Source: an optimization exercise on an open RTL-to-GDS flow (aim: small area, a short achievable clock period and few clock cycles per item). Production flows keep margins and buffers that such runs may drop. Where RTL was checked, it was by simulation tests only, not by an equivalence proof against the original. Function not checked in runs 1 and 5: the RTL went through the layout flow alone.

File: design/flow/flow/run.sh
#!/bin/bash
# The standard layout (standard.sh, all steps), except that the buffers
# placed on the input and output ports are buf_2 cells instead of the slow
# delay buffer buffer_ports picks by default. Each port still gets its own
# buffer; the clock, constraints and everything else are unchanged.
set -e
export BUFFER_PORTS_ARGS="-buffer_cell sky130_fd_sc_hd__buf_2"
bash standard.sh > standard.log 2>&1
File: design/flow/standard.sh
#!/bin/bash
# synth_recipe.tcl (not shown) runs the flow's synth.tcl, then flattens the netlist and writes it again
# the make line also repeats each setting of config.mk as NAME=value (left out here)
make -C /OpenROAD-flow-scripts/flow DESIGN_CONFIG=/design/flow/config.mk WORK_HOME=/design/flow/orfs CLKGATE_MAP_FILE= SYNTH_SCRIPT=/design/flow/synth_recipe.tcl "${@:-finish}"
File: design/flow/config.mk
export PLATFORM = sky130hd
export DESIGN_NAME = scr_engine
export DESIGN_NICKNAME = scr_engine
export VERILOG_FILES = /design/flow/design.v
export SDC_FILE = /design/flow/constraint.sdc
export NUM_CORES = 4
export LEC_CHECK = 0
export ABC_AREA = 1
export CAP_MARGIN = 20
export CORE_MARGIN = 2
export CORE_UTILIZATION = 70
export CTS_BUF_LIST = sky130_fd_sc_hd__clkbuf_16
export CTS_CLUSTER_DIAMETER = 90
export CTS_CLUSTER_SIZE = 28
export SLEW_MARGIN = 20
File: design/flow/constraint.sdc
create_clock -name core_clock -period 110.0 [get_ports {clk}]
set_input_delay 22.0000 -clock core_clock [delete_from_list [all_inputs] [get_ports {clk}]]
set_output_delay 22.0000 -clock core_clock [all_outputs]
set_load 0.01 [all_outputs]
File: design/flow/design.v
module scr_engine (
    input  wire        clk,
    input  wire        rst,
    input  wire        cfg_we,
    input  wire [3:0]  cfg_addr,
    input  wire [31:0] cfg_wdata,
    input  wire        in_valid,
    output reg         in_ready,
    input  wire [14:0] in_x,
    input  wire [17:0] in_y,
    input  wire [7:0]  in_value,
    input  wire [1:0]  in_tag,
    input  wire [1:0]  in_fmt,
    output reg         tone_re,
    output wire [10:0] tone_addr0,
    output wire [10:0] tone_addr1,
    input  wire [15:0] tone_rdata0,
    input  wire [15:0] tone_rdata1,
    output reg         tile_re,
    output reg  [17:0] tile_addr,
    input  wire [15:0] tile_rdata,
    output reg         out_valid,
    output reg  [3:0]  out_code,
    output reg  [11:0] out_tone,
    output reg  [7:0]  out_base,
    output reg  [7:0]  out_slope
);
    localparam R      = 3;                   
    localparam MAIN_N = (18 + R - 1) / R;    
    localparam PRE_N  = (8 + R - 1) / R;     
    localparam MW     = MAIN_N * R;
    localparam PW     = PRE_N * R;
    reg        q_we;                 
    reg [3:0]  q_addr;
    reg [31:0] q_wdata;
    reg        q_rst;                
    always @(posedge clk) begin
        q_rst   <= rst;
        q_we    <= cfg_we & ~rst;
        q_addr  <= cfg_addr;
        q_wdata <= cfg_wdata;
    end
    reg [7:0]  tile_tag;             
    reg        tone_bank;            
    reg [15:0] gain   [0:3];
    reg [15:0] offset [0:3];
    reg [7:0]  shift  [0:3];         
    reg [3:0]  sh_dirty;             
    reg [7:0]  hm1    [0:3];
    reg [7:0]  wm1    [0:3];
    reg [15:0] ph_y   [0:3];
    reg [15:0] ph_x   [0:3];
    reg [63:0] ps_map;
    wire       sh_wb;
    wire [1:0] sh_wb_k;
    wire [7:0] sh_wb_val;
    wire        w_ctrl = q_rst | (q_we & (q_addr == 4'd0));
    wire        w_ps0  = q_rst | (q_we & (q_addr == 4'd13));
    wire        w_ps1  = q_rst | (q_we & (q_addr == 4'd14));
    wire [3:0]  w_trim, w_geom, w_phase;
    genvar gk;
    generate
        for (gk = 0; gk < 4; gk = gk + 1) begin : wen
            assign w_trim[gk]  = q_rst | (q_we & (q_addr == 4'd1 + gk));
            assign w_geom[gk]  = q_rst | (q_we & (q_addr == 4'd5 + gk));
            assign w_phase[gk] = q_rst | (q_we & (q_addr == 4'd9 + gk));
        end
    endgenerate
    wire [31:0] d_ctrl  = q_rst ? 32'h0000_E400 : q_wdata;
    wire [31:0] d_trim  = q_rst ? 32'h1000_0000 : q_wdata;
    wire [31:0] d_geom  = q_rst ? 32'h0000_FFFF : q_wdata;
    wire [31:0] d_phase = q_rst ? 32'h0000_0000 : q_wdata;
    wire [31:0] d_ps0   = q_rst ? 32'h7654_3210 : q_wdata;
    wire [31:0] d_ps1   = q_rst ? 32'hFEDC_BA98 : q_wdata;
    integer r;
    always @(posedge clk) begin
        if (w_ctrl) begin
            tile_tag  <= d_ctrl[15:8];
            tone_bank <= d_ctrl[4];
        end
        if (w_ps0) ps_map[31:0]  <= d_ps0;
        if (w_ps1) ps_map[63:32] <= d_ps1;
        for (r = 0; r < 4; r = r + 1) begin
            if (w_trim[r]) begin
                gain[r]   <= d_trim[31:16];
                offset[r] <= d_trim[15:0];
            end
            if (w_geom[r]) begin
                hm1[r] <= d_geom[15:8];
                wm1[r] <= d_geom[7:0];
            end
            if (w_phase[r]) begin
                ph_y[r] <= d_phase[31:16];
                ph_x[r] <= d_phase[15:0];
            end
            if (w_geom[r]) begin
                shift[r]    <= d_geom[23:16];
                sh_dirty[r] <= ~q_rst;
            end else if (sh_wb && sh_wb_k == r[1:0]) begin
                shift[r]    <= sh_wb_val;
                sh_dirty[r] <= 1'b0;
            end
        end
    end
    reg        a_v;
    reg [14:0] a_x;
    reg [17:0] a_y;
    reg [7:0]  a_val;
    reg [1:0]  a_tag;
    reg [1:0]  a_fmt;
    wire [15:0]        a_gain = gain[a_tag];
    wire [15:0]        a_off  = offset[a_tag];
    wire [23:0]        a_prod = a_val * a_gain;
    wire signed [25:0] a_sum  = $signed({2'b00, a_prod})
                              + $signed({{6{a_off[15]}}, a_off, 4'b1000});
    wire signed [21:0] a_us   = a_sum[25:4];
    wire [15:0]        a_u    = a_us[21] ? 16'h0000 :
                                (a_us > 22'sh00FF00) ? 16'hFF00 : a_us[15:0];
    reg  [3:0]  a_j;
    always @(*) begin
        case (a_fmt)
            2'd1:    a_j = a_val[0] ? 4'd15 : 4'd0;
            2'd2:    a_j = a_val[1:0] * 4'd5;
            default: a_j = a_val[3:0];
        endcase
    end
    wire        a_ps = (a_fmt != 2'd0);
    reg [17:0] hy;                   
    reg [15:0] hx;                   
    reg [3:0]  hv;                   
    wire [1:0] a_k    = tile_tag[2*a_tag +: 2];
    wire       a_line = (a_y == hy) && ({1'b0, a_x} == hx);
    wire       a_hit  = a_ps | (a_line & hv[a_k]);
    reg          e_fgm;              
    reg          e_fgp;              
    reg          e_bgm;              
    reg          e_bgp;              
    reg          e_pre;              
    reg [2:0]    e_cnt;
    reg [1:0]    e_k;
    reg [MW-1:0] e_yy;               
    reg [MW-1:0] e_as;               
    reg [7:0]    e_rem;              
    reg [7:0]    e_r;                
    wire [7:0]   e_ty, e_tx;         
    reg        b_v;
    reg        b_fg;                 
    reg        b_job;                
    reg        b_ps;
    reg [2:0]  b_bt;                 
    reg [2:0]  b_bt1;                
    reg [7:0]  b_i;
    reg [7:0]  b_i1;
    reg [7:0]  b_f;
    reg [1:0]  b_k;
    wire       b_pend = b_v & b_fg & ~b_job;     
    wire       a_go   = a_v & ~b_pend;
    wire       a_fg   = a_go & ~a_hit;           
    wire       a_take = a_go & ~a_ps;            
    wire fgm_done = e_fgm & (e_cnt == MAIN_N - 1);
    wire fgp_done = e_fgp & (e_cnt == PRE_N - 1);
    wire fg_free  = (~e_fgm | fgm_done) & (~e_fgp | fgp_done);
    wire fg_want  = a_fg | b_pend;
    wire ld_fgm_a = a_fg & fg_free & ~sh_dirty[a_k];
    wire ld_fgm_b = b_pend & fg_free & (~sh_dirty[b_k] | fgp_done);
    wire ld_fgp_b = b_pend & fg_free & sh_dirty[b_k] & ~fgp_done;
    wire ld_fgp_a = a_fg & fg_free & sh_dirty[a_k];
    wire [3:0] q_a5     = q_addr - 4'd5;
    wire       q_geom_k = q_we & (q_addr >= 4'd5) & (q_addr <= 4'd8) & (q_a5[1:0] == e_k);
    wire       bgm_keep = e_bgm & ~fg_want & ~q_we & ~q_rst;
    wire       bgp_keep = e_bgp & ~fg_want & ~q_geom_k & ~q_rst;
    wire       bgm_done = bgm_keep & (e_cnt == MAIN_N - 1);
    wire       bgp_done = bgp_keep & (e_cnt == PRE_N - 1);
    wire       e_free   = fg_free & ~fg_want & ~q_rst &
                          (~bgm_keep | bgm_done) & (~bgp_keep | bgp_done);
    wire [3:0] want;
    genvar gw;
    generate
        for (gw = 0; gw < 4; gw = gw + 1) begin : wnt
            assign want[gw] = ~hv[gw] & ((tile_tag[1:0] == gw) | (tile_tag[3:2] == gw) |
                                         (tile_tag[5:4] == gw) | (tile_tag[7:6] == gw));
        end
    endgenerate
    wire [3:0] e_k1    = 4'd1 << e_k;
    wire [3:0] want_x  = want & ~sh_dirty & ~(bgm_done ? e_k1 : 4'd0);
    wire [3:0] dirty_x = sh_dirty & ~((bgp_done | fgp_done) ? e_k1 : 4'd0);
    wire       st_bgm  = e_free & ~q_we & (|want_x) & (|hv);
    wire       st_bgp  = e_free & ~st_bgm & (|dirty_x);
    wire [1:0] k_m     = want_x[0] ? 2'd0 : want_x[1] ? 2'd1 : want_x[2] ? 2'd2 : 2'd3;
    wire [1:0] k_p     = dirty_x[0] ? 2'd0 : dirty_x[1] ? 2'd1 : dirty_x[2] ? 2'd2 : 2'd3;
    wire       e_load  = ld_fgm_a | ld_fgp_a | ld_fgm_b | ld_fgp_b | st_bgm | st_bgp;
    wire [15:0] hx_d   = a_take ? {1'b0, a_x} + 16'd1 : hx;
    wire [1:0]  l_k  = (ld_fgm_a | ld_fgp_a) ? a_k : (ld_fgm_b | ld_fgp_b) ? b_k : st_bgm ? k_m : k_p;
    wire [17:0] l_y  = ld_fgm_a ? a_y : hy;
    wire [15:0] l_x  = ld_fgm_a ? {1'b0, a_x} : ld_fgm_b ? hx - 16'd1 : hx_d;
    wire [18:0] l_yy = l_y + ph_y[l_k];
    wire [16:0] l_as = l_x + ph_x[l_k];
    wire        l_th1 = (hm1[l_k] == 8'd0);
    wire        l_pre = ld_fgp_a | ld_fgp_b | st_bgp;
    wire a_free = ~a_v | ~b_pend;
    always @(posedge clk) begin
        if (rst)           a_v <= 1'b0;
        else if (in_ready) a_v <= in_valid;
        else if (a_go)     a_v <= 1'b0;
        if (a_free) begin
            a_x   <= in_x;
            a_y   <= in_y;
            a_val <= in_value;
            a_tag <= in_tag;
            a_fmt <= in_fmt;
        end
    end
    always @(posedge clk) begin
        if (rst) begin
            b_v   <= 1'b0;
            b_job <= 1'b0;
        end else if (!b_pend) begin
            b_v   <= a_v;
            b_job <= ld_fgm_a;
        end else begin
            b_job <= ld_fgm_b;
        end
        if (!b_pend) begin
            b_fg     <= ~a_hit;
            b_ps     <= a_ps;
            b_bt     <= {tone_bank, a_tag};
            b_i      <= a_u[15:8];
            b_i1     <= a_u[15:8] + 8'd1;
            b_f      <= a_ps ? {4'd0, ps_map[4*a_j +: 4]} : a_u[7:0];
            b_k      <= a_k;
        end
        tone_re  <= b_pend | (a_v & ~a_ps);
        if (!b_pend && a_v && !a_ps)
            b_bt1    <= {tone_bank, a_tag};
    end
    assign tone_addr0 = {b_bt, b_i};
    assign tone_addr1 = {b_bt1, b_i1};
    wire a_v_n   = in_ready | (a_v & ~a_go);
    wire b_pend_n = b_pend ? ~ld_fgm_b : (a_fg & ~ld_fgm_a);
    always @(posedge clk) begin
        in_ready <= rst | ~(a_v_n & b_pend_n);
    end
    always @(posedge clk) begin
        if (q_rst || q_we) begin
            hv <= 4'd0;
        end else begin
            if (a_take && !a_line) begin
                hy <= a_y;
                hv <= 4'd1 << a_k;
            end else if (a_take) begin
                hv[a_k] <= 1'b1;
            end
            if (bgm_done) hv[e_k] <= 1'b1;
        end
        hx <= hx_d;
    end
    wire [8:0]  e_th  = {1'b0, hm1[e_k]} + 9'd1;
    wire [8:0]  e_tw  = {1'b0, wm1[e_k]} + 9'd1;
    wire [9:0]  e_tw2 = {e_tw, 1'b0};
    wire [7:0]  e_sh  = shift[e_k];
    wire [PW-1:0] e_shp = {{(PW-8){1'b0}}, e_sh};
    wire [7:0] rem_c [0:R];
    wire [7:0] r_c   [0:R];
    assign rem_c[0] = e_rem;
    assign r_c[0]   = e_r;
    genvar g;
    generate
        for (g = 0; g < R; g = g + 1) begin : row
            wire       ybit = e_pre ? 1'b0 : e_yy[MW-1-g];
            wire [8:0] t    = {rem_c[g], ybit};
            wire       qb   = (t >= e_th) & ~e_pre;
            wire [8:0] tn   = qb ? (t - e_th) : t;
            assign rem_c[g+1] = tn[7:0];
            wire       abit = e_pre ? e_shp[PW-1-R*e_cnt-g] : e_as[MW-1-g];
            wire [9:0] v    = {1'b0, r_c[g], abit} + (qb ? {2'b00, e_sh} : 10'd0);
            wire [9:0] vn   = (v >= e_tw2) ? (v - e_tw2) :
                              (v >= {1'b0, e_tw}) ? (v - {1'b0, e_tw}) : v;
            assign r_c[g+1] = vn[7:0];
        end
    endgenerate
    assign e_ty      = rem_c[R];
    assign e_tx      = r_c[R];
    assign sh_wb     = fgp_done | bgp_done;
    assign sh_wb_k   = e_k;
    assign sh_wb_val = r_c[R];
    always @(posedge clk) begin
        if (rst) begin
            e_fgm <= 1'b0;
            e_fgp <= 1'b0;
            e_bgm <= 1'b0;
            e_bgp <= 1'b0;
        end else if (e_load) begin
            e_fgm <= ld_fgm_a | ld_fgm_b;
            e_fgp <= ld_fgp_a | ld_fgp_b;
            e_bgm <= st_bgm;
            e_bgp <= st_bgp;
        end else begin
            e_fgm <= e_fgm & ~fgm_done;
            e_fgp <= e_fgp & ~fgp_done;
            e_bgm <= bgm_keep & ~bgm_done;
            e_bgp <= bgp_keep & ~bgp_done;
        end
        if (e_load) begin
            e_pre <= l_pre;
            e_cnt <= 3'd0;
            e_k   <= l_k;
            e_yy  <= {{(MW-18){1'b0}}, l_yy[17:0]};
            e_as  <= {{(MW-17){1'b0}}, l_as};
            e_rem <= {7'd0, l_yy[18] & ~l_th1};
            e_r   <= (l_yy[18] & l_th1 & ~l_pre) ? shift[l_k] : 8'd0;
        end else begin
            e_cnt <= e_cnt + 3'd1;
            e_yy  <= e_yy << R;
            e_as  <= e_as << R;
            e_rem <= rem_c[R];
            e_r   <= r_c[R];
        end
    end
    reg        p1_v, p1_fg, p1_ps;
    reg [1:0]  p1_k;
    reg [7:0]  p1_f;
    reg        p2_v, p2_fg, p2_ps;
    reg [1:0]  p2_k;
    reg [7:0]  p2_f;
    reg [11:0] p2_e0, p2_e1;
    always @(posedge clk) begin
        if (rst) begin
            p1_v <= 1'b0;
            p2_v <= 1'b0;
        end else begin
            p1_v <= b_v & ~b_pend;
            p2_v <= p1_v;
        end
        p1_fg <= b_fg;
        p1_ps <= b_ps;
        p1_k  <= b_k;
        p1_f  <= b_f;
        p2_fg <= p1_fg;
        p2_ps <= p1_ps;
        p2_k  <= p1_k;
        p2_f  <= p1_f;
        p2_e0 <= tone_rdata0[11:0];
        p2_e1 <= tone_rdata1[11:0];
    end
    wire signed [12:0] p2_diff = $signed({1'b0, p2_e1}) - $signed({1'b0, p2_e0});
    wire signed [21:0] p2_acc  = p2_diff * $signed({1'b0, p2_f})
                               + $signed({2'b00, p2_e0, 8'h80});
    wire [11:0]        p2_Ti   = p2_acc[19:8];
    wire [11:0]        p2_T    = {p2_Ti[11:4], p2_ps ? p2_f[3:0] : p2_Ti[3:0]};
    reg [3:5]  pv, pfg, pps;
    reg [1:0]  pk  [3:5];
    reg [11:0] pT  [3:5];
    integer s;
    always @(posedge clk) begin
        if (rst) begin
            pv[3] <= 1'b0; pv[4] <= 1'b0; pv[5] <= 1'b0;
        end else begin
            pv[3] <= p2_v; pv[4] <= pv[3]; pv[5] <= pv[4];
        end
        pfg[3] <= p2_fg; pps[3] <= p2_ps; pk[3] <= p2_k; pT[3] <= p2_T;
        for (s = 4; s <= 5; s = s + 1) begin
            pfg[s] <= pfg[s-1]; pps[s] <= pps[s-1]; pk[s] <= pk[s-1]; pT[s] <= pT[s-1];
        end
    end
    reg [7:0]  cty [0:3];
    reg [7:0]  ctx [0:3];
    wire       t_v    = pv[5];
    wire       t_take = t_v & ~pps[5];
    wire       t_fg   = pfg[5];
    wire [1:0] t_k    = pk[5];
    integer j;
    always @(posedge clk) begin
        for (j = 0; j < 4; j = j + 1) begin
            if (t_take && t_fg && t_k == j[1:0]) begin
                cty[j] <= e_ty;
                ctx[j] <= (e_tx == wm1[j]) ? 8'd0 : e_tx + 8'd1;
            end else if (bgm_done && e_k == j[1:0]) begin
                cty[j] <= e_ty;
                ctx[j] <= e_tx;
            end else if (t_take) begin
                ctx[j] <= (ctx[j] == wm1[j]) ? 8'd0 : ctx[j] + 8'd1;
            end
        end
    end
    reg        p7_v, p7_ps;
    reg [11:0] p7_T;
    reg        p8_v, p8_ps;
    reg [11:0] p8_T;
    always @(posedge clk) begin
        if (rst) begin
            p7_v <= 1'b0;
            p8_v <= 1'b0;
        end else begin
            p7_v <= t_v;
            p8_v <= p7_v;
        end
        tile_re   <= t_take;
        tile_addr <= {t_k, t_fg ? e_ty : cty[t_k], t_fg ? e_tx : ctx[t_k]};
        p7_ps <= pps[5];
        p7_T  <= pT[5];
        p8_ps <= p7_ps;
        p8_T  <= p7_T;
    end
    reg        p9_v, p9_ps;
    reg [11:0] p9_T;
    reg [7:0]  p9_B, p9_S;
    always @(posedge clk) begin
        if (rst) p9_v <= 1'b0;
        else     p9_v <= p8_v;
        p9_ps <= p8_ps;
        p9_T  <= p8_T;
        p9_B  <= tile_rdata[15:8];
        p9_S  <= tile_rdata[7:0];
    end
    wire signed [13:0] p9_d    = $signed({2'b00, p9_T}) - $signed({2'b00, p9_B, 4'b0000});
    wire [11:0]        p9_dd   = p9_d[11:0];
    wire [14:0]        p9_t [0:7];
    wire [7:0]         p9_h;
    genvar gs;
    generate
        for (gs = 0; gs < 8; gs = gs + 1) begin : rmp
            wire [11:0] rowl = p9_dd << gs;
            assign p9_t[gs] = p9_S[gs] ? {3'd0, rowl} : 15'd0;
            if (gs == 0) begin : h0
                assign p9_h[gs] = 1'b0;
            end else begin : hn
                assign p9_h[gs] = p9_S[gs] & (|p9_dd[11:12-gs]);
            end
        end
    endgenerate
    wire [14:0]        p9_lo   = p9_t[0] + p9_t[1] + p9_t[2] + p9_t[3]
                               + p9_t[4] + p9_t[5] + p9_t[6] + p9_t[7];
    wire [14:0]        p9_rnd  = p9_lo + 15'd128;
    wire               p9_sat  = (|p9_h) | (p9_lo >= 15'd3968);
    wire [3:0]         p9_code = (p9_d <= 14'sd0) ? 4'd0
                               : p9_sat ? 4'd15 : p9_rnd[11:8];
    always @(posedge clk) begin
        if (rst) out_valid <= 1'b0;
        else     out_valid <= p9_v;
        out_code  <= p9_ps ? p9_T[3:0] : p9_code;
        out_tone  <= p9_ps ? 12'd0 : p9_T;
        out_base  <= p9_ps ? 8'd0 : p9_B;
        out_slope <= p9_ps ? 8'd0 : p9_S;
    end
endmodule
==> parameters.txt, run 1 <==
Parameter                              Value

Worst setup path
  WP data arrival    1.30 ns
  Critical Path Start Type    flip-flop
  Worst path max stage delay    0.49 ns
  Critical path, cell by cell    buf_2
  Depth of the worst register-to-register path    80
  Required time of the worst setup path    88.00 ns
  Biggest fanout along the worst timing path    1
  Launching point of the worst reg2reg path    e_k[0]
  Worst path top cell family by delay    flip-flops
  Critical path buffer and inverter count    1
  R2R setup slack    94.06 ns
  Slowest stage cell, crit path    sky130_fd_sc_hd__edfxtp_1
  Setup crit end kind    output port
  Start-to-end type of the worst setup path    flip-flop to output port
  Reg-to-reg critical path endpoint    ctx[0][4]

STA
  Min Clock Period, post-route    23.30 ns
  Post-route clock skew    0.0303 ns
  Period utilisation layout    0.212
  Unrepaired setup endpoints after global routing    no
  Final Setup Violations    0
  Hold Vio Cnt, Final    0
  Worst-margin pin slew    1.15 ns
  Total negative slack    0 ns
  Max-slew violation count    0
  Worst Hold Slack    0.324 ns
  Final Worst Setup Slack    86.70 ns
  Maximum clock rate    42.9 MHz
  Max transition margin    0.226

Place
  HPWL after DPL    97900 µm
  Worst Setup Slack post-DPL    87.21 ns
  Count of buffers inserted at the top-level ports    200
  Gp weighted congestion    0.972
  Instance area after placement    0.0554 mm²
  Placed instance count    6880

Drt
  Post-DR vias/cell    5.81
  Remaining antenna violation count after routing    0
  Number of iterations in the first detailed-routing pass    9
  Number of DRC violations after detailed routing    0
  Wire per inst    18.9 µm
  Initial DRC Count    4277
  Total via count after detailed routing    40400
  Total wirelength of the detailed-routed design    132000 µm

Global route
  Via count of the first global-routing pass    38900
  Largest net degree at the start of global routing    61
  Global-route usage over all layers    0.337
  Total global routing overflow    0
  First-pass GRT wire length    206000 µm
  Antenna violations before repair    3

Synth
  Number of synthesized flops with an enable pin    593
  Fraction of registers with async set/reset    0
  Leading register cell type out of synthesis    sky130_fd_sc_hd__edfxtp_1
  Post-Synthesis Cell Area    0.0535 mm²
  Number of distinct standard cells referenced by the synthesized netlist    74
  Count of warnings emitted by yosys    12
  Mapped Cells    5802
  Sequential share of the synthesized area    0.458
  Mean post-synth cell area    9.21 µm²
  Mapped Nets    6466
  Count of state elements after synthesis    926

Cells and area
  Layout overhead on the synthesized area    6.04%
  Post-layout nets    6610
  Final Core Density    0.748
  Share of final-layout standard cells stronger than drive strength 1    0.0790
  Sequential cell area in the final layout    0.0245 mm²
  Area of the multi-input gates    0.0250 mm²
  Inserted Diodes    0
  Area of all placed cells without fillers    0.0567 mm²
  FILL cells    5526
  Post-layout instance count excluding filler cells    6954

CTS
  Clock slew seen by the registers of the worst setup and hold paths    0.10 ns
  Clock Root Buffer    sky130_fd_sc_hd__clkbuf_16
  Post_cts resized    0
  Insertion delay of the later-clocked pin in the worst-skew pair    0.63 ns
  Number of levels the H-tree was split into    2
  Setup Buffers After CTS    0
  TritonCTS clock tree    built
  Number of clock sinks    926
  CTS buffer count    42
  Max Buffers Root-to-Sink    3
  Hold bufs inserted after CTS    0

Worst hold path
  Type of the worst min-delay path    flip-flop to flip-flop
  Min-Delay Startpoint    pT[4][2]
  Hold Crit Endpoint    pT[5][2]
  Worst hold stages    0

Die
  Die ar.    0.0786 mm²
  Die Span Y    280 µm
  Initial standard-cell utilization of the core    0.705
  Rows    101
  Core Region    0.0758 mm²
  Die Wd    280 µm
  Ports    209

Run status
  Result of the run  timing/DRC/antenna clean

Flow run
  MaxCap Viol Count    0
==> synth_stat cells, drive strengths merged, types with 6 or more instances <==
cell type	n	area [µm²]
nand2	1266	4920
inv	882	3320
edfxtp	593	17800
nor2	516	2040
o21ai	368	1860
dfxtp	333	6670
ha	294	3680
nand3	286	1510
fa	237	4740
a21oi	223	1120
xor2	152	1350
clkbuf	104	390
xnor2	62	543
nand4	43	269
buf	42	312
or2	41	257
a221oi	38	333
nor3	37	185
o211ai	32	240
nor4	27	169
o21bai	25	188
a41oi	22	193
a31oi	19	119
o22ai	17	106
a22oi	14	110
nand3b	13	97.6
a21o	12	91.3
o221ai	12	105
o2111ai	10	87.6
a211oi	9	67.6
o31ai	9	67.6
a21boi	8	63.8
clkinv	8	31.3
o32ai	8	70.1
nor3b	6	45.0
o21a	6	45.0
==> sequential cells by signal, indices dropped and copies added (netlist names), 36 cells and up <==
register and flops:
gain 64, offset 64, pT 36, ph_x 64
ph_y 64, ps_map 64
==> cell type report <==
type | instances | area share
timing repair buffer | 248 | 0.0240
inverter | 890 | 0.0591
clock buffer | 43 | 0.0190
clock inverter | 31 | 0.00371
tap | 978 | 0.0216
sequential | 926 | 0.432
multi-input combinational | 3838 | 0.441
==> worst reg2reg max path, delay by kind of cell, from the launching register on <==
family	cells	cell delay, ns
AND/OR/NAND/NOR	37	3.98
AO/OA/AOI/OAI	20	4.15
flip-flops	1	0.93
buffers and inverters	8	1.35
XOR/XNOR	5	1.87
adder cells (fa/ha/maj)	10	3.47
==> worst max-delay path by stage <==
stage	startpoint	end	slack (ns)	cells past startpoint
after floorplan	rst	b_v	87.56	2
after global placement	rst	a_v	87.22	3
after detailed placement	rst	e_fgp	87.21	4
after CTS	b_bt[2]	tone_addr0[10]	86.70	1
after global routing	b_bt1[2]	tone_addr1[10]	86.68	1
final	b_bt[2]	tone_addr0[10]	86.70	1
==> routing by layer <==
| metal | track usage | vias up | routed length, µm |
|---|---|---|---|
| met5 | 0 | - | 0 |
| met4 | 0.122 | 0 | 5040 |
| met3 | 0.0474 | 266 | 12000 |
| met2 | 0.558 | 1784 | 62300 |
| met1 | 0.457 | 19000 | 52300 |
| li1 | - | 19300 | - |
==> cells by family (layout without fill, tap and decap cells) <==
family                   Yosys count  in the layout  share of synthesized area
flip-flops                       926            926                      0.458
AO/OA/AOI/OAI                    849            849                     0.0941
AND/OR/NAND/NOR                 2242           2242                      0.178
multiplexers                       1              1                   0.000187
adder cells (fa/ha/maj)          531            531                      0.158
buffers and inverters           1038           1212                     0.0762
XOR/XNOR                         215            215                     0.0359
==> cell usage in the layout (no fill, tap or decap), types with 11 or more instances in the layout <==
cell / netlist / routed
sky130_fd_sc_hd__a31oi_1: 19 / 19
sky130_fd_sc_hd__xnor2_1: 62 / 62
sky130_fd_sc_hd__edfxtp_1: 593 / 593
sky130_fd_sc_hd__o211ai_1: 32 / 32
sky130_fd_sc_hd__nand2_2: 33 / 34
sky130_fd_sc_hd__nor3_1: 37 / 37
sky130_fd_sc_hd__nor2_2: 10 / 18
sky130_fd_sc_hd__dfxtp_1: 333 / 332
sky130_fd_sc_hd__nor4_1: 27 / 27
sky130_fd_sc_hd__clkinv_1: 7 / 11
sky130_fd_sc_hd__nand3b_1: 13 / 13
sky130_fd_sc_hd__or2_2: 36 / 36
sky130_fd_sc_hd__inv_1: 868 / 883
sky130_fd_sc_hd__a41oi_1: 22 / 21
sky130_fd_sc_hd__o21ai_0: 345 / 335
sky130_fd_sc_hd__clkbuf_16: 0 / 43
sky130_fd_sc_hd__o221ai_1: 12 / 12
sky130_fd_sc_hd__nand3_2: 15 / 15
sky130_fd_sc_hd__ha_1: 294 / 294
sky130_fd_sc_hd__inv_2: 11 / 12
sky130_fd_sc_hd__nor2_1: 497 / 489
sky130_fd_sc_hd__a22oi_1: 13 / 13
sky130_fd_sc_hd__a221oi_1: 38 / 38
sky130_fd_sc_hd__xor2_1: 149 / 149
sky130_fd_sc_hd__o22ai_1: 17 / 17
sky130_fd_sc_hd__nand3_1: 271 / 271
sky130_fd_sc_hd__nand2_4: 11 / 11
sky130_fd_sc_hd__buf_2: 15 / 200
sky130_fd_sc_hd__a21oi_1: 221 / 221
sky130_fd_sc_hd__nand4_1: 43 / 43
sky130_fd_sc_hd__a21o_1: 11 / 11
sky130_fd_sc_hd__fa_1: 237 / 237
sky130_fd_sc_hd__o21ai_2: 6 / 19
sky130_fd_sc_hd__nand2_1: 1222 / 1221
sky130_fd_sc_hd__o21ai_1: 17 / 14
sky130_fd_sc_hd__o21bai_1: 25 / 25
sky130_fd_sc_hd__buf_4: 8 / 48
==> inputs of run 2 (changes only) <==
--- a/design/flow/design.v
+++ b/design/flow/design.v
@@ -140,4 +140,5 @@
     reg [1:0]    e_k;
     reg [MW-1:0] e_yy;               
+    reg          e_y18;              
     reg [MW-1:0] e_as;               
     reg [7:0]    e_rem;              
@@ -196,5 +197,4 @@
     wire [18:0] l_yy = l_y + ph_y[l_k];
     wire [16:0] l_as = l_x + ph_x[l_k];
-    wire        l_th1 = (hm1[l_k] == 8'd0);
     wire        l_pre = ld_fgp_a | ld_fgp_b | st_bgp;
     wire a_free = ~a_v | ~b_pend;
@@ -262,6 +262,8 @@
     wire [7:0] rem_c [0:R];
     wire [7:0] r_c   [0:R];
-    assign rem_c[0] = e_rem;
-    assign r_c[0]   = e_r;
+    wire       e_first = (e_cnt == 3'd0) & ~e_pre;
+    wire       e_th1   = (hm1[e_k] == 8'd0);
+    assign rem_c[0] = e_first ? {7'd0, e_y18 & ~e_th1} : e_rem;
+    assign r_c[0]   = e_first ? ((e_y18 & e_th1) ? e_sh : 8'd0) : e_r;
     genvar g;
     generate
@@ -306,7 +308,8 @@
             e_k   <= l_k;
             e_yy  <= {{(MW-18){1'b0}}, l_yy[17:0]};
+            e_y18 <= l_yy[18];
             e_as  <= {{(MW-17){1'b0}}, l_as};
-            e_rem <= {7'd0, l_yy[18] & ~l_th1};
-            e_r   <= (l_yy[18] & l_th1 & ~l_pre) ? shift[l_k] : 8'd0;
+            e_rem <= 8'd0;
+            e_r   <= 8'd0;
         end else begin
             e_cnt <= e_cnt + 3'd1;
--- a/design/flow/config.mk
+++ b/design/flow/config.mk
@@ -9,5 +9,5 @@
 export CAP_MARGIN = 20
 export CORE_MARGIN = 2
-export CORE_UTILIZATION = 70
+export CORE_UTILIZATION = 80
 export CTS_BUF_LIST = sky130_fd_sc_hd__clkbuf_16
 export CTS_CLUSTER_DIAMETER = 90
==> parameters.txt, run 2 <==
Parameter                              Value

CTS
  Clock slew seen by the registers of the worst setup and hold paths    0.11 ns
  Number of clock sinks    927
  Setup Buffers After CTS    0
  Post_cts resized    0
  Insertion delay of the later-clocked pin in the worst-skew pair    0.67 ns
  Number of levels the H-tree was split into    2
  Hold bufs inserted after CTS    0
  TritonCTS clock tree    built
  Clock Root Buffer    sky130_fd_sc_hd__clkbuf_16
  CTS buffer count    42
  Max Buffers Root-to-Sink    3

Worst setup path
  Worst path top cell family by delay    flip-flops
  Start-to-end type of the worst setup path    flip-flop to output port
  Critical path buffer and inverter count    1
  Setup crit end kind    output port
  Required time of the worst setup path    88.00 ns
  Slowest stage cell, crit path    sky130_fd_sc_hd__dfxtp_1
  Critical Path Start Type    flip-flop
  WP data arrival    1.27 ns
  Worst path max stage delay    0.46 ns
  Critical path, cell by cell    buf_2
  Biggest fanout along the worst timing path    2

STA
  Min Clock Period, post-route    23.27 ns
  Unrepaired setup endpoints after global routing    no
  Maximum clock rate    43.0 MHz
  Hold Vio Cnt, Final    0
  Final Worst Setup Slack    86.73 ns
  Worst Hold Slack    0.333 ns
  Max transition margin    0.198
  Worst-margin pin slew    1.20 ns
  Final Setup Violations    0
  Period utilisation layout    0.212
  Total negative slack    0 ns
  Post-route clock skew    0.0581 ns
  Max-slew violation count    0

Cells and area
  Post-layout nets    6626
  Highest-count cells in the layout ignoring fill and taps    sky130_fd_sc_hd__nand2_1 (1264), sky130_fd_sc_hd__inv_1 (906), sky130_fd_sc_hd__edfxtp_1 (594)
  Most frequent standard cell in the layout excluding fill and tap cells    sky130_fd_sc_hd__nand2_1
  Share of final-layout standard cells stronger than drive strength 1    0.0760
  Layout overhead on the synthesized area    6.15%

Place
  Worst Setup Slack post-DPL    87.24 ns
  Count of buffers inserted at the top-level ports    200
  Gp weighted congestion    0.969
  HPWL after DPL    114000 µm

Synth
  Count of state elements after synthesis    927
  Mapped Nets    6475
  Fraction of registers with async set/reset    0
  Top-area cell type share of the netlist area    0.335
  Post-Synthesis Cell Area    0.0532 mm²
  Dominant cells by area after synthesis    sky130_fd_sc_hd__edfxtp_1 (34%), sky130_fd_sc_hd__dfxtp_1 (13%), sky130_fd_sc_hd__nand2_1 (8.9%)
  Mean post-synth cell area    9.17 µm²
  Number of synthesized flops with an enable pin    594
  Most common cell in the netlist    sky130_fd_sc_hd__nand2_1
  Sequential share of the synthesized area    0.460
  Cell taking the most area after synthesis    sky130_fd_sc_hd__edfxtp_1
  Commonest cells in the synthesized netlist    sky130_fd_sc_hd__nand2_1 (1265), sky130_fd_sc_hd__inv_1 (885), sky130_fd_sc_hd__edfxtp_1 (594), sky130_fd_sc_hd__nor2_1 (494), sky130_fd_sc_hd__dfxtp_1 (333)
  Leading register cell type out of synthesis    sky130_fd_sc_hd__edfxtp_1
  Number of distinct standard cells referenced by the synthesized netlist    66
  Count of warnings emitted by yosys    12
  Mapped Cells    5804

Global route
  Global-route usage over all layers    0.473
  Total global routing overflow    0
  Antenna violations before repair    6
  Largest net degree at the start of global routing    62
  First-pass GRT wire length    244000 µm
  Via count of the first global-routing pass    44600

Drt
  Initial DRC Count    8204
  Total via count after detailed routing    45400
  Wire per inst    23.9 µm
  Number of DRC violations after detailed routing    0
  Number of iterations in the first detailed-routing pass    13
  Total wirelength of the detailed-routed design    164000 µm
  Remaining antenna violation count after routing    0
  Post-DR vias/cell    6.62

Die
  Die Span Y    262 µm
  Core Region    0.0659 mm²
  Initial standard-cell utilization of the core    0.808
  Ports    209
  Rows    94
  Die ar.    0.0686 mm²
  Die Wd    262 µm

Flow run
  MaxCap Viol Count    0

Worst hold path
  Type of the worst min-delay path    flip-flop to flip-flop

Run status
  Result of the run  timing/DRC/antenna clean
## run 2: path summary, 6_finish.rpt
| kind | start | to | cells after the start | slack, ns |
|---|---|---|---|---|
| worst min-delay path | p8_T[7] | p9_T[7] | 0 | 0.33 |
| worst min register to register | p8_T[7] | p9_T[7] | 0 | 0.33 |
| worst max register to register | e_k[1] | ctx[0][2] | 86 | 92.17 |
| worst max-delay path | in_ready | in_ready | 1 | 86.73 |
## run 2: cells by family (layout without fill, tap and decap cells)
family / count (synthesis) / after routing / synth area share
simple gates: 2244 / 2244 / 0.176
buf+inv: 1060 / 1244 / 0.0768
flops: 927 / 927 / 0.460
compound gates: 810 / 810 / 0.0897
fa+ha+maj: 538 / 538 / 0.160
xor+xnor: 223 / 223 / 0.0370
mux: 2 / 2 / 0.000376
other cells: 0 / 2 / 0
## run 2: through the flow
step / util / area (µm²) / std cells
5_1_grt: 0.858 / 56500 / 6852
2_1_floorplan: - / 53200 / 5804
3_3_place_gp: 0.837 / 55100 / 6773
4_1_cts: 0.857 / 56400 / 6850
6_report: 0.858 / 56500 / 6854
3_5_place_dp: 0.837 / 55100 / 6773
## run 2: layout make-up
class	instances	area, µm²
clock inverters	33	228
diodes	2	5.00
repair buffers	254	1410
flip-flops and latches	927	24500
inverters	913	3430
multi-input cells	3817	24700
well taps	864	1080
clock buffers	44	1100
fillers	3213	9380
## run 2: layer usage
layer  vias up  part of all wire  global-route usage
met4         6             0.073               0.284
met3      1173              0.16               0.150
met1     20700              0.33               0.588
met5         -           0.00049             0.00694
li1      19200                 -                   -
met2      4246              0.44               0.729
Testbench counts of run 2, summed over its fixed seeds: cycles 31,609, items 30,805.
==> inputs of run 3 (changes only) <==
--- a/design/flow/config.mk
+++ b/design/flow/config.mk
@@ -9,5 +9,5 @@
 export CAP_MARGIN = 20
 export CORE_MARGIN = 2
-export CORE_UTILIZATION = 80
+export CORE_UTILIZATION = 70
 export CTS_BUF_LIST = sky130_fd_sc_hd__clkbuf_16
 export CTS_CLUSTER_DIAMETER = 90
==> parameters.txt, run 3 <==
Parameter                              Value

Run status
  Result of the run  timing/DRC/antenna clean

CTS
  Clock Root Buffer    sky130_fd_sc_hd__clkbuf_16
  Hold bufs inserted after CTS    0
  TritonCTS clock tree    built
  Setup Buffers After CTS    0
  Number of levels the H-tree was split into    2
  Post_cts resized    0
  CTS buffer count    44
  Clock slew seen by the registers of the worst setup and hold paths    0.10 ns
  Insertion delay of the later-clocked pin in the worst-skew pair    0.65 ns
  Number of clock sinks    927
  Max Buffers Root-to-Sink    3

Global route
  Global-route usage over all layers    0.344
  Via count of the first global-routing pass    38500
  Global routing met1 resource utilization    0.492
  Total global routing overflow    0
  Met3 Resource Use GR    0.0639
  Antenna violations before repair    0
  Largest net degree at the start of global routing    59
  Busiest grt layer    met2
  First-pass GRT wire length    208000 µm
  Met2 Resource Use GR    0.534

Die
  Ports    209
  Die ar.    0.0782 mm²
  Die Span Y    280 µm
  Die Wd    280 µm
  Initial standard-cell utilization of the core    0.704
  Rows    101
  Core Region    0.0756 mm²

Drt
  Remaining antenna violation count after routing    0
  Total wirelength of the detailed-routed design    135000 µm
  Wire per inst    19.4 µm
  Total via count after detailed routing    40600
  Initial DRC Count    4428
  Number of DRC violations after detailed routing    0
  Post-DR vias/cell    5.83
  Number of iterations in the first detailed-routing pass    9

STA
  Max-slew violation count    0
  Hold Vio Cnt, Final    0
  Worst-margin pin slew    1.26 ns
  Worst Hold Slack    0.335 ns
  Final Setup Violations    0
  Min Clock Period, post-route    23.26 ns
  Max transition margin    0.157
  Post-route clock skew    0.0375 ns
  Period utilisation layout    0.211
  Total negative slack    0 ns
  Maximum clock rate    43.0 MHz
  Unrepaired setup endpoints after global routing    no

Worst setup path
  Worst path top cell family by delay    flip-flops
  Critical path buffer and inverter count    1
  Biggest fanout along the worst timing path    2
  Critical path, cell by cell    buf_2
  Required time of the worst setup path    88.00 ns
  Worst path max stage delay    0.45 ns
  Slowest stage cell, crit path    sky130_fd_sc_hd__dfxtp_1
  Start-to-end type of the worst setup path    flip-flop to output port
  WP data arrival    1.26 ns
  Setup crit end kind    output port
  Critical Path Start Type    flip-flop

Synth
  Cell taking the most area after synthesis    sky130_fd_sc_hd__edfxtp_1
  Leading register cell type out of synthesis    sky130_fd_sc_hd__edfxtp_1
  Mapped Nets    6475
  Number of synthesized flops with an enable pin    594
  Post-Synthesis Cell Area    0.0532 mm²
  Top-area cell type share of the netlist area    0.335
  Count of warnings emitted by yosys    12
  Mean post-synth cell area    9.17 µm²
  Most common cell in the netlist    sky130_fd_sc_hd__nand2_1
  Sequential share of the synthesized area    0.460
  Count of state elements after synthesis    927
  Fraction of registers with async set/reset    0
  Dominant cells by area after synthesis    sky130_fd_sc_hd__edfxtp_1 (34%), sky130_fd_sc_hd__dfxtp_1 (13%), sky130_fd_sc_hd__nand2_1 (8.9%)
  Mapped Cells    5804
  Commonest cells in the synthesized netlist    sky130_fd_sc_hd__nand2_1 (1265), sky130_fd_sc_hd__inv_1 (885), sky130_fd_sc_hd__edfxtp_1 (594), sky130_fd_sc_hd__nor2_1 (494), sky130_fd_sc_hd__dfxtp_1 (333)
  Number of distinct standard cells referenced by the synthesized netlist    66

Cells and area
  FILL cells    5501
  Layout overhead on the synthesized area    6.54%
  Inserted Diodes    0
  Highest-count cells in the layout ignoring fill and taps    sky130_fd_sc_hd__nand2_1 (1264), sky130_fd_sc_hd__inv_1 (905), sky130_fd_sc_hd__edfxtp_1 (594)
  Share of final-layout standard cells stronger than drive strength 1    0.0766
  Post-layout nets    6626
  Area of all placed cells without fillers    0.0567 mm²
  Most frequent standard cell in the layout excluding fill and tap cells    sky130_fd_sc_hd__nand2_1

Place
  HPWL after DPL    101000 µm
  Gp weighted congestion    0.988
  Instance area after placement    0.0552 mm²
  Count of buffers inserted at the top-level ports    200

Flow run
  MaxCap Viol Count    0

Worst hold path
  Type of the worst min-delay path    flip-flop to flip-flop
==> run 3: logic make-up after synthesis <==
logic type | count (synthesis) | share of synthesized area
fa+ha+maj | 538 | 0.160
buf+inv | 1060 | 0.0768
compound gates | 810 | 0.0897
xor+xnor | 223 | 0.0370
simple gates | 2244 | 0.176
mux | 2 | 0.000376
flops | 927 | 0.460
==> run 3: path summary, 6_finish.rpt <==
check	endpoint	from	cells after the start	slack, ns
min	p2_f[4]	p1_f[4]	0	0.33
max	in_ready	in_ready	1	86.74
max reg2reg	ctx[0][2]	e_k[0]	88	91.77
min reg2reg	p2_f[4]	p1_f[4]	0	0.33
==> run 3: stage by stage <==
stage / setup WS, ns / instances / util
2_1_floorplan: 87.56 / 5804 / -
3_3_place_gp: 87.24 / 6885 / 0.731
3_5_place_dp: 87.23 / 6885 / 0.731
4_1_cts: 86.74 / 6967 / 0.750
5_1_grt: 86.71 / 6969 / 0.750
6_report: 86.74 / 6969 / 0.750
==> run 3: final cells by class <==
cell class / count / area, µm² / area share
Inverter: 913 / 3430 / 0.0604
Tap cell: 978 / 1220 / 0.0216
Clock buffer: 45 / 1130 / 0.0199
Sequential cell: 927 / 24500 / 0.432
Multi-Input combinational cell: 3817 / 24700 / 0.436
Clock inverter: 37 / 313 / 0.00552
Timing Repair Buffer: 252 / 1400 / 0.0246
==> run 3: routing by layer <==
metal / part of all wire / vias to the layer above
met1: 0.41 / 19200
li1: - / 19200
met3: 0.11 / 242
met4: 0.035 / 0
met5: 0 / -
met2: 0.45 / 1998
==> inputs of run 4 (changes only) <==
==> design/flow/flow/run.sh (replaced) <==
#!/bin/bash
# The standard layout (standard.sh, all steps), except that the buffers
# placed on the input and output ports are buf_1 cells instead of the slow
# delay buffer buffer_ports picks by default. Each port still gets its own
# buffer; the clock, constraints and everything else are unchanged.
set -e
export BUFFER_PORTS_ARGS="-buffer_cell sky130_fd_sc_hd__buf_1"
bash standard.sh > standard.log 2>&1
==> parameters.txt, run 4 <==
Parameter                              Value

Drt
  Total via count after detailed routing    40600
  Number of DRC violations after detailed routing    0
  Total wirelength of the detailed-routed design    136000 µm
  Initial DRC Count    4601
  Number of iterations in the first detailed-routing pass    6
  Post-DR vias/cell    5.82
  Wire per inst    19.5 µm
  Remaining antenna violation count after routing    0

STA
  Final Setup Violations    0
  Hold Vio Cnt, Final    0
  Period utilisation layout    0.212
  Maximum clock rate    42.9 MHz
  Max transition margin    0.220
  Final Worst Setup Slack    86.69 ns
  Max-slew violation count    0
  Post-route clock skew    0.0386 ns
  Worst-margin pin slew    1.14 ns
  Total negative slack    0 ns
  Min Clock Period, post-route    23.31 ns
  Unrepaired setup endpoints after global routing    no
  Worst Hold Slack    0.311 ns

Run status
  Result of the run  timing/DRC/antenna clean

Flow run
  MaxCap Viol Count    0

Worst setup path
  Worst setup path startpoint    in_ready
  Launching point of the worst reg2reg path    e_k[1]
  Slowest stage cell, crit path    sky130_fd_sc_hd__dfxtp_1
  Biggest fanout along the worst timing path    2
  Start-to-end type of the worst setup path    flip-flop to output port
  Setup crit end kind    output port
  Critical path, cell by cell    buf_1
  Worst path max stage delay    0.47 ns
  Required time of the worst setup path    88.00 ns
  Critical Path Start Type    flip-flop
  Number of cells on the critical path    1
  WP data arrival    1.31 ns
  Critical path buffer and inverter count    1
  Depth of the worst register-to-register path    83
  Worst path top cell family by delay    flip-flops

Worst hold path
  Type of the worst min-delay path    flip-flop to flip-flop
  Worst hold stages    0
  Min-Delay Startpoint    p7_T[1]

Die
  Initial standard-cell utilization of the core    0.704
  Die ar.    0.0782 mm²
  Core Region    0.0756 mm²
  Die Wd    280 µm
  Die Span Y    280 µm
  Rows    101
  Ports    209

Synth
  Leading register cell type out of synthesis    sky130_fd_sc_hd__edfxtp_1
  Sequential share of the synthesized area    0.460
  Dominant cells by area after synthesis    sky130_fd_sc_hd__edfxtp_1 (34%), sky130_fd_sc_hd__dfxtp_1 (13%), sky130_fd_sc_hd__nand2_1 (8.9%)
  Number of synthesized flops with an enable pin    594
  Most common cell in the netlist    sky130_fd_sc_hd__nand2_1
  Cell taking the most area after synthesis    sky130_fd_sc_hd__edfxtp_1
  Count of warnings emitted by yosys    12
  Post-Synthesis Cell Area    0.0532 mm²
  Top-area cell type share of the netlist area    0.335
  Count of state elements after synthesis    927
  Mean post-synth cell area    9.17 µm²
  Mapped Nets    6475
  Number of distinct standard cells referenced by the synthesized netlist    66
  Commonest cells in the synthesized netlist    sky130_fd_sc_hd__nand2_1 (1265), sky130_fd_sc_hd__inv_1 (885), sky130_fd_sc_hd__edfxtp_1 (594), sky130_fd_sc_hd__nor2_1 (494), sky130_fd_sc_hd__dfxtp_1 (333)
  Fraction of registers with async set/reset    0
  Mapped Cells    5804

Global route
  Via count of the first global-routing pass    38100
  Antenna violations before repair    2
  Largest net degree at the start of global routing    59
  First-pass GRT wire length    208000 µm
  Global-route usage over all layers    0.344
  Total global routing overflow    0

Place
  Worst Setup Slack post-DPL    87.26 ns
  Count of buffers inserted at the top-level ports    200
  Instance area after placement    0.0550 mm²
  HPWL after DPL    102000 µm
  Gp weighted congestion    0.991
  Placed instance count    6891

CTS
  Setup Buffers After CTS    0
  Insertion delay of the later-clocked pin in the worst-skew pair    0.65 ns
  Post_cts resized    0
  Number of levels the H-tree was split into    2
  Clock slew seen by the registers of the worst setup and hold paths    0.11 ns
  TritonCTS clock tree    built
  Hold bufs inserted after CTS    0
  Number of clock sinks    927
  Clock Root Buffer    sky130_fd_sc_hd__clkbuf_16
  CTS buffer count    44
  Max Buffers Root-to-Sink    3

Cells and area
  Inserted Diodes    0
  Layout overhead on the synthesized area    6.23%
  Highest-count cells in the layout ignoring fill and taps    sky130_fd_sc_hd__nand2_1 (1264), sky130_fd_sc_hd__inv_1 (903), sky130_fd_sc_hd__edfxtp_1 (594)
  Area of all placed cells without fillers    0.0565 mm²
  Share of final-layout standard cells stronger than drive strength 1    0.0444
  FILL cells    5463
  Post-layout instance count excluding filler cells    6974
  Post-layout nets    6631
  Most frequent standard cell in the layout excluding fill and tap cells    sky130_fd_sc_hd__nand2_1
==> run 4: changes by cell type in the layout (fill, tap and decap cells not counted), sizes merged <==
cell / before / now
buf: 252 / 256
inv: 933 / 928
clkinvlp: 1 / 0
clkinv: 16 / 20
clkbuf: 45 / 48
==> run 4: worst paths after layout <==
path               end  slack [ns]
min reg2reg    p8_T[1]        0.31
max           in_ready       86.69
max reg2reg  ctx[0][2]       92.26
min            p8_T[1]        0.31
==> run 4: logic make-up (layout without fill, tap and decap cells) <==
group | count (synthesis) | after routing | synth area share
flops | 927 | 927 | 0.460
xor+xnor | 223 | 223 | 0.0370
mux | 2 | 2 | 0.000376
compound gates | 810 | 810 | 0.0897
fa+ha+maj | 538 | 538 | 0.160
buf+inv | 1060 | 1252 | 0.0768
simple gates | 2244 | 2244 | 0.176
==> run 4: metal layers <==
metal / GRT usage / share of wire
met1: 0.491 / 0.41
met3: 0.0571 / 0.11
met2: 0.539 / 0.45
met5: 0 / 0
met4: 0.119 / 0.037
==> run 4: final cells by class <==
cell class                 instances  area, µm²  share of cell area
inverter                         913       3430              0.0606
multi-input combinational       3817      24700               0.437
clock buffer                      47       1180              0.0208
clock inverter                    35        304             0.00538
tap                              978       1220              0.0216
timing repair buffer             257       1170              0.0208
sequential                       927      24500               0.433
==> run 4: per-stage QoR <==
stage / utilization
floorplan: -
global placement: 0.728
detailed placement: 0.728
CTS: 0.748
global route: 0.748
finish: 0.748
==> inputs of run 5 (changes only) <==
--- a/design/flow/design.v
+++ b/design/flow/design.v
@@ -199,8 +199,8 @@
     wire        l_pre = ld_fgp_a | ld_fgp_b | st_bgp;
     wire a_free = ~a_v | ~b_pend;
+    wire a_v_n  = a_free ? in_valid : a_v;
     always @(posedge clk) begin
-        if (rst)           a_v <= 1'b0;
-        else if (in_ready) a_v <= in_valid;
-        else if (a_go)     a_v <= 1'b0;
+        if (rst) a_v <= 1'b0;
+        else     a_v <= a_v_n;
         if (a_free) begin
             a_x   <= in_x;
@@ -236,5 +236,4 @@
     assign tone_addr0 = {b_bt, b_i};
     assign tone_addr1 = {b_bt1, b_i1};
-    wire a_v_n   = in_ready | (a_v & ~a_go);
     wire b_pend_n = b_pend ? ~ld_fgm_b : (a_fg & ~ld_fgm_a);
     always @(posedge clk) begin
==> design/flow/flow/run.sh (replaced) <==
#!/bin/bash
# The standard layout (standard.sh, all steps), except that the buffers
# placed on the input and output ports are buf_2 cells instead of the slow
# delay buffer buffer_ports picks by default. Each port still gets its own
# buffer; the clock, constraints and everything else are unchanged.
set -e
export BUFFER_PORTS_ARGS="-buffer_cell sky130_fd_sc_hd__buf_2"
bash standard.sh > standard.log 2>&1
==> parameters.txt, run 5 <==
Parameter                              Value

Flow run
  MaxCap Viol Count    0

Synth
  Count of state elements after synthesis    927
  Count of warnings emitted by yosys    12
  Mapped Nets    6486
  Sequential share of the synthesized area    0.460
  Number of synthesized flops with an enable pin    594
  Post-Synthesis Cell Area    0.0533 mm²
  Top-area cell type share of the netlist area    0.335
  Dominant cells by area after synthesis    sky130_fd_sc_hd__edfxtp_1 (33%), sky130_fd_sc_hd__dfxtp_1 (13%), sky130_fd_sc_hd__nand2_1 (8.9%)
  Most common cell in the netlist    sky130_fd_sc_hd__nand2_1
  Cell taking the most area after synthesis    sky130_fd_sc_hd__edfxtp_1
  Mean post-synth cell area    9.17 µm²
  Mapped Cells    5813
  Number of distinct standard cells referenced by the synthesized netlist    68
  Fraction of registers with async set/reset    0
  Leading register cell type out of synthesis    sky130_fd_sc_hd__edfxtp_1
  Commonest cells in the synthesized netlist    sky130_fd_sc_hd__nand2_1 (1270), sky130_fd_sc_hd__inv_1 (868), sky130_fd_sc_hd__edfxtp_1 (594), sky130_fd_sc_hd__nor2_1 (519), sky130_fd_sc_hd__o21ai_0 (339)

CTS
  Clock slew seen by the registers of the worst setup and hold paths    0.11 ns
  Insertion delay of the later-clocked pin in the worst-skew pair    0.65 ns
  Number of levels the H-tree was split into    2
  Number of clock sinks    927
  TritonCTS clock tree    built
  CTS buffer count    42
  Clock Root Buffer    sky130_fd_sc_hd__clkbuf_16
  Hold bufs inserted after CTS    0
  Setup Buffers After CTS    0
  Post_cts resized    0
  Max Buffers Root-to-Sink    3

Worst setup path
  Worst path max stage delay    0.40 ns
  Critical path buffer and inverter count    1
  Slowest stage cell, crit path    sky130_fd_sc_hd__edfxtp_1
  Setup crit end kind    output port
  Biggest fanout along the worst timing path    1
  Critical path, cell by cell    buf_2
  WP data arrival    1.18 ns
  R2R setup slack    92.61 ns
  Launching point of the worst reg2reg path    e_k[1]
  Depth of the worst register-to-register path    82
  Worst path top cell family by delay    flip-flops
  Required time of the worst setup path    88.00 ns
  Start-to-end type of the worst setup path    flip-flop to output port
  Reg-to-reg critical path endpoint    ctx[1][6]
  Critical Path Start Type    flip-flop

Cells and area
  FILL cells    5590
  Post-layout nets    6630
  Area of all placed cells without fillers    0.0566 mm²
  Highest-count cells in the layout ignoring fill and taps    sky130_fd_sc_hd__nand2_1 (1269), sky130_fd_sc_hd__inv_1 (885), sky130_fd_sc_hd__edfxtp_1 (594)
  Most frequent standard cell in the layout excluding fill and tap cells    sky130_fd_sc_hd__nand2_1
  Layout overhead on the synthesized area    6.28%
  Inserted Diodes    0
  Share of final-layout standard cells stronger than drive strength 1    0.0748

STA
  Worst-margin pin slew    1.21 ns
  Period utilisation layout    0.211
  Max-slew violation count    0
  Final Setup Violations    0
  Unrepaired setup endpoints after global routing    no
  Post-route clock skew    0.0440 ns
  Min Clock Period, post-route    23.18 ns
  Maximum clock rate    43.1 MHz
  Hold Vio Cnt, Final    0
  Max transition margin    0.188
  Total negative slack    0 ns

Global route
  Antenna violations before repair    3
  Total global routing overflow    0
  First-pass GRT wire length    206000 µm
  Via count of the first global-routing pass    37900
  Global-route usage over all layers    0.341
  Largest net degree at the start of global routing    60

Worst hold path
  Type of the worst min-delay path    flip-flop to flip-flop
  Min-Delay Startpoint    pT[4][0]
  Worst hold stages    0
  Hold Crit Endpoint    pT[5][0]

Drt
  Initial DRC Count    4546
  Post-DR vias/cell    5.81
  Number of iterations in the first detailed-routing pass    6
  Total via count after detailed routing    40500
  Total wirelength of the detailed-routed design    133000 µm
  Remaining antenna violation count after routing    0
  Number of DRC violations after detailed routing    0
  Wire per inst    19.2 µm

Die
  Rows    101
  Die ar.    0.0784 mm²
  Core Region    0.0757 mm²
  Initial standard-cell utilization of the core    0.704
  Ports    209
  Die Wd    280 µm
  Die Span Y    280 µm

Place
  HPWL after DPL    99200 µm
  Gp weighted congestion    1.00
  Count of buffers inserted at the top-level ports    200
  Instance area after placement    0.0553 mm²

Run status
  Result of the run  timing/DRC/antenna clean
==> run 5: changes by cell type after synthesis, moves of 9 or more <==
| cell | change |
|---|---|
| sky130_fd_sc_hd__inv_1 | -17 |
| sky130_fd_sc_hd__clkbuf_1 | -11 |
| sky130_fd_sc_hd__or2_2 | -28 |
| sky130_fd_sc_hd__o211ai_1 | +16 |
| sky130_fd_sc_hd__o221ai_1 | -12 |
| sky130_fd_sc_hd__or2_0 | +24 |
| sky130_fd_sc_hd__nand3_1 | -27 |
| sky130_fd_sc_hd__nor2_1 | +25 |
| sky130_fd_sc_hd__o21ai_0 | +9 |
| sky130_fd_sc_hd__xor2_1 | +10 |
==> run 5: logic make-up (layout without fill, tap and decap cells) <==
group	count (synthesis)	after routing	share of synthesized area
and+or+nand+nor	2253	2253	0.176
buffers and inverters	1046	1223	0.0760
DFF	927	927	0.460
AOI/OAI and AO/OA	816	816	0.0896
adders and majority gates	540	540	0.160
xor gates and xnor gates	228	228	0.0379
muxes	3	3	0.000563
==> run 5: metal layers <==
| metal | part of all wire | track usage |
|---|---|---|
| met5 | 0.000097 | 0 |
| met4 | 0.031 | 0.0986 |
| met3 | 0.11 | 0.0549 |
| met1 | 0.42 | 0.501 |
| met2 | 0.45 | 0.528 |
==> run 5: cell type report <==
cell class / count / area (µm²) / share of cell area
Clock inverter: 33 / 259 / 0.00457
Timing Repair Buffer: 249 / 1370 / 0.0242
Clock buffer: 44 / 1100 / 0.0194
Tap cell: 978 / 1220 / 0.0216
Inverter: 897 / 3370 / 0.0594
Sequential cell: 927 / 24500 / 0.433
Multi-Input combinational cell: 3840 / 24800 / 0.438
==> run 5: worst max path at each step <==
stage / start / endpoint / slack [ns] / cells past startpoint
finish: b_i1[2] / tone_addr1[2] / 86.82 / 1
global route: b_i1[2] / tone_addr1[2] / 86.78 / 1
CTS: b_i1[2] / tone_addr1[2] / 86.77 / 1
detailed placement: rst / e_fgm / 87.30 / 4
global placement: rst / e_fgm / 87.34 / 4
floorplan: rst / b_job / 87.33 / 3
==> run 5: per-stage QoR <==
| stage | util | hold slack (ns) | setup slack, ns | std cells |
|---|---|---|---|---|
| 5_1_grt | 0.748 | 0.334 | 86.78 | 6968 |
| 6_report | 0.748 | 0.320 | 86.82 | 6968 |
| 3_3_place_gp | 0.730 | 0.310 | 87.34 | 6891 |
| 3_5_place_dp | 0.730 | 0.312 | 87.30 | 6891 |
| 4_1_cts | 0.748 | 0.324 | 86.77 | 6968 |
| 2_1_floorplan | - | 0.310 | 87.33 | 5813 |
==> inputs of run 6 (changes only) <==
--- a/design/flow/design.v
+++ b/design/flow/design.v
@@ -319,8 +319,8 @@
         end
     end
-    reg        p1_v, p1_fg, p1_ps;
+    reg        p1_v, p1_ps;
     reg [1:0]  p1_k;
     reg [7:0]  p1_f;
-    reg        p2_v, p2_fg, p2_ps;
+    reg        p2_v, p2_ps;
     reg [1:0]  p2_k;
     reg [7:0]  p2_f;
@@ -334,9 +334,7 @@
             p2_v <= p1_v;
         end
-        p1_fg <= b_fg;
         p1_ps <= b_ps;
         p1_k  <= b_k;
         p1_f  <= b_f;
-        p2_fg <= p1_fg;
         p2_ps <= p1_ps;
         p2_k  <= p1_k;
@@ -350,5 +348,5 @@
     wire [11:0]        p2_Ti   = p2_acc[19:8];
     wire [11:0]        p2_T    = {p2_Ti[11:4], p2_ps ? p2_f[3:0] : p2_Ti[3:0]};
-    reg [3:5]  pv, pfg, pps;
+    reg [3:5]  pv, pps;
     reg [1:0]  pk  [3:5];
     reg [11:0] pT  [3:5];
@@ -360,7 +358,7 @@
             pv[3] <= p2_v; pv[4] <= pv[3]; pv[5] <= pv[4];
         end
-        pfg[3] <= p2_fg; pps[3] <= p2_ps; pk[3] <= p2_k; pT[3] <= p2_T;
+        pps[3] <= p2_ps; pk[3] <= p2_k; pT[3] <= p2_T;
         for (s = 4; s <= 5; s = s + 1) begin
-            pfg[s] <= pfg[s-1]; pps[s] <= pps[s-1]; pk[s] <= pk[s-1]; pT[s] <= pT[s-1];
+            pps[s] <= pps[s-1]; pk[s] <= pk[s-1]; pT[s] <= pT[s-1];
         end
     end
@@ -369,10 +367,10 @@
     wire       t_v    = pv[5];
     wire       t_take = t_v & ~pps[5];
-    wire       t_fg   = pfg[5];
+    wire       t_fg   = fgm_done;
     wire [1:0] t_k    = pk[5];
     integer j;
     always @(posedge clk) begin
         for (j = 0; j < 4; j = j + 1) begin
-            if (t_take && t_fg && t_k == j[1:0]) begin
+            if (t_fg && t_k == j[1:0]) begin
                 cty[j] <= e_ty;
                 ctx[j] <= (e_tx == wm1[j]) ? 8'd0 : e_tx + 8'd1;
==> parameters.txt, run 6 <==
Parameter                              Value

Synth
  Count of warnings emitted by yosys    12
  Commonest cells in the synthesized netlist    sky130_fd_sc_hd__nand2_1 (1251), sky130_fd_sc_hd__inv_1 (885), sky130_fd_sc_hd__edfxtp_1 (594), sky130_fd_sc_hd__nor2_1 (500), sky130_fd_sc_hd__dfxtp_1 (328)
  Fraction of the mapped netlist area in compound gates    0.0921
  Number of synthesized flops with an enable pin    594
  Cell taking the most area after synthesis    sky130_fd_sc_hd__edfxtp_1
  Combinational family with the most area after synthesis    simple AND/OR/NAND/NOR gates
  Post-Synthesis Cell Area    0.0530 mm²
  Count of state elements after synthesis    922
  Xor/xnor share of the synthesized area    0.0368
  Mux share of post-synthesis cell area    0.000189
  Fraction of registers with async set/reset    0
  Post-synthesis share of cell area spent on and, or, nand and nor gates    0.173

Global route
  Via count of the first global-routing pass    38500
  Total global routing overflow    0
  Met2 Resource Use GR    0.546
  Busiest grt layer    met2

Worst hold path
  Type of the worst min-delay path    flip-flop to flip-flop
  Hold Crit Endpoint    p7_T[0]
  Worst hold stages    0

Worst setup path
  Biggest fanout along the worst timing path    1
  Setup crit end kind    output port
  Critical Path Start Type    flip-flop
  Reg-to-reg critical path endpoint    ctx[3][6]
  Start-to-end type of the worst setup path    flip-flop to output port
  Launching point of the worst reg2reg path    e_k[1]
  Depth of the worst register-to-register path    89
  Slowest stage cell, crit path    sky130_fd_sc_hd__edfxtp_1
  Worst path max stage delay    0.38 ns
  WP data arrival    1.18 ns

Cells and area
  Area of all placed cells without fillers    0.0565 mm²
  FILL cells    5403
  Inserted Diodes    0
  Post-layout instance count excluding filler cells    6938
  Area of the multi-input gates    0.0246 mm²
  Sequential cell area in the final layout    0.0244 mm²
  Post-layout nets    6605
  Final Core Density    0.756

Drt
  Number of DRC violations after detailed routing    0
  Total wirelength of the detailed-routed design    135000 µm
  Post-DR vias/cell    5.82
  Remaining antenna violation count after routing    0
  Initial DRC Count    4297

Place
  Worst Setup Slack post-DPL    87.32 ns
  Gp weighted congestion    1.00
  HPWL after DPL    100000 µm
  Placed instance count    6853

Die
  Die ar.    0.0779 mm²
  Core Region    0.0747 mm²
  Rows    100
  Ports    209
  Initial standard-cell utilization of the core    0.709
  Die Span Y    279 µm
  Die Wd    279 µm

STA
  Worst Hold Slack    0.316 ns
  Total negative slack    0 ns
  Maximum clock rate    43.1 MHz
  Final Worst Setup Slack    86.82 ns
  Final Setup Violations    0
  Hold Vio Cnt, Final    0
  Worst-margin pin slew    1.20 ns
  Max transition margin    0.198
  Unrepaired setup endpoints after global routing    no

CTS
  Clock slew seen by the registers of the worst setup and hold paths    0.11 ns
  Hold bufs inserted after CTS    0
  Number of levels the H-tree was split into    2
  TritonCTS clock tree    built
  Insertion delay of the later-clocked pin in the worst-skew pair    0.65 ns

Run status
  Result of the run  timing/DRC/antenna clean
==> run 6: changes by cell type in the layout (fill, tap and decap cells not counted), moves of 19 or more <==
cell	delta
sky130_fd_sc_hd__nor2_1	-23
sky130_fd_sc_hd__o21ai_0	-26
sky130_fd_sc_hd__o21ai_1	+42
sky130_fd_sc_hd__inv_1	+19
sky130_fd_sc_hd__or2_0	-24
sky130_fd_sc_hd__nand2_1	-19
==> run 6: per-layer routing <==
layer | share of wire | wire (µm)
met5 | 0 | 0
met4 | 0.032 | 4310
met3 | 0.11 | 14500
met2 | 0.45 | 60800
met1 | 0.41 | 55500
==> run 6: cell families after synthesis <==
kind of cell / Yosys count
mux: 1
fa+ha+maj: 540
buf+inv: 1056
compound gates: 838
simple gates: 2209
flops: 922
xor+xnor: 221
==> run 6: how the worst max path moves through the flow <==
stage,depth (start not counted),from,endpoint
floorplan,3,rst,b_v
global placement,4,rst,e_fgm
detailed placement,3,rst,in_ready
CTS,1,b_bt1[1],tone_addr1[9]
global route,1,b_bt[0],tone_addr0[8]
finish,1,b_bt1[2],tone_addr1[10]
==> run 6: cell type report <==
type                    instances  area share
multi-input cells            3809       0.436
flip-flops and latches        922       0.432
inverters                     909      0.0604
repair buffers                245      0.0237
well taps                     969      0.0215
clock buffers                  45      0.0199
clock inverters                39     0.00627
Testbench counts of run 6, summed over its fixed seeds: cycles 31,609, items 30,805.

## re-timing with driven ports
The flow's constraints put no driver on any port. The routed layouts listed below were extracted and timed again, unchanged, in two steps. Step 1: set_driving_cell puts a clkbuf_16 on clk and a buf_2 on each other input, an assumption about the parent block. Step 2 also shifts input and output timing later by t, the mid clock arrival at the registers, as if the neighbouring blocks saw the same clock. a / b / c = no drivers / after step 1 / after step 2; a / b = the first two.
run | t (ns) | setup slack, ns | worst hold slack (ns) | worst setup path after step 2 | cell pins on the clock port's net
run 1 | 0.687 | 86.700 / 86.630 / 87.207 | 0.324 / 0.324 / 0.324 | input to register | 1
run 2 | 0.724 | 86.727 / 86.648 / 87.129 | 0.333 / 0.333 / 0.333 | input to register | 1
run 3 | 0.697 | 86.738 / 86.669 / 87.188 | 0.335 / 0.335 / 0.335 | input to register | 1
run 4 | 0.697 | 86.693 / 86.624 / 87.240 | 0.311 / 0.311 / 0.311 | input to register | 1
run 5 | 0.697 | 86.817 / 86.746 / 87.284 | 0.320 / 0.320 / 0.320 | input to register | 1
run 6 | 0.703 | 86.822 / 86.752 / 87.305 | 0.316 / 0.316 / 0.316 | input to register | 1
After both steps setup and hold are still met in every run listed.
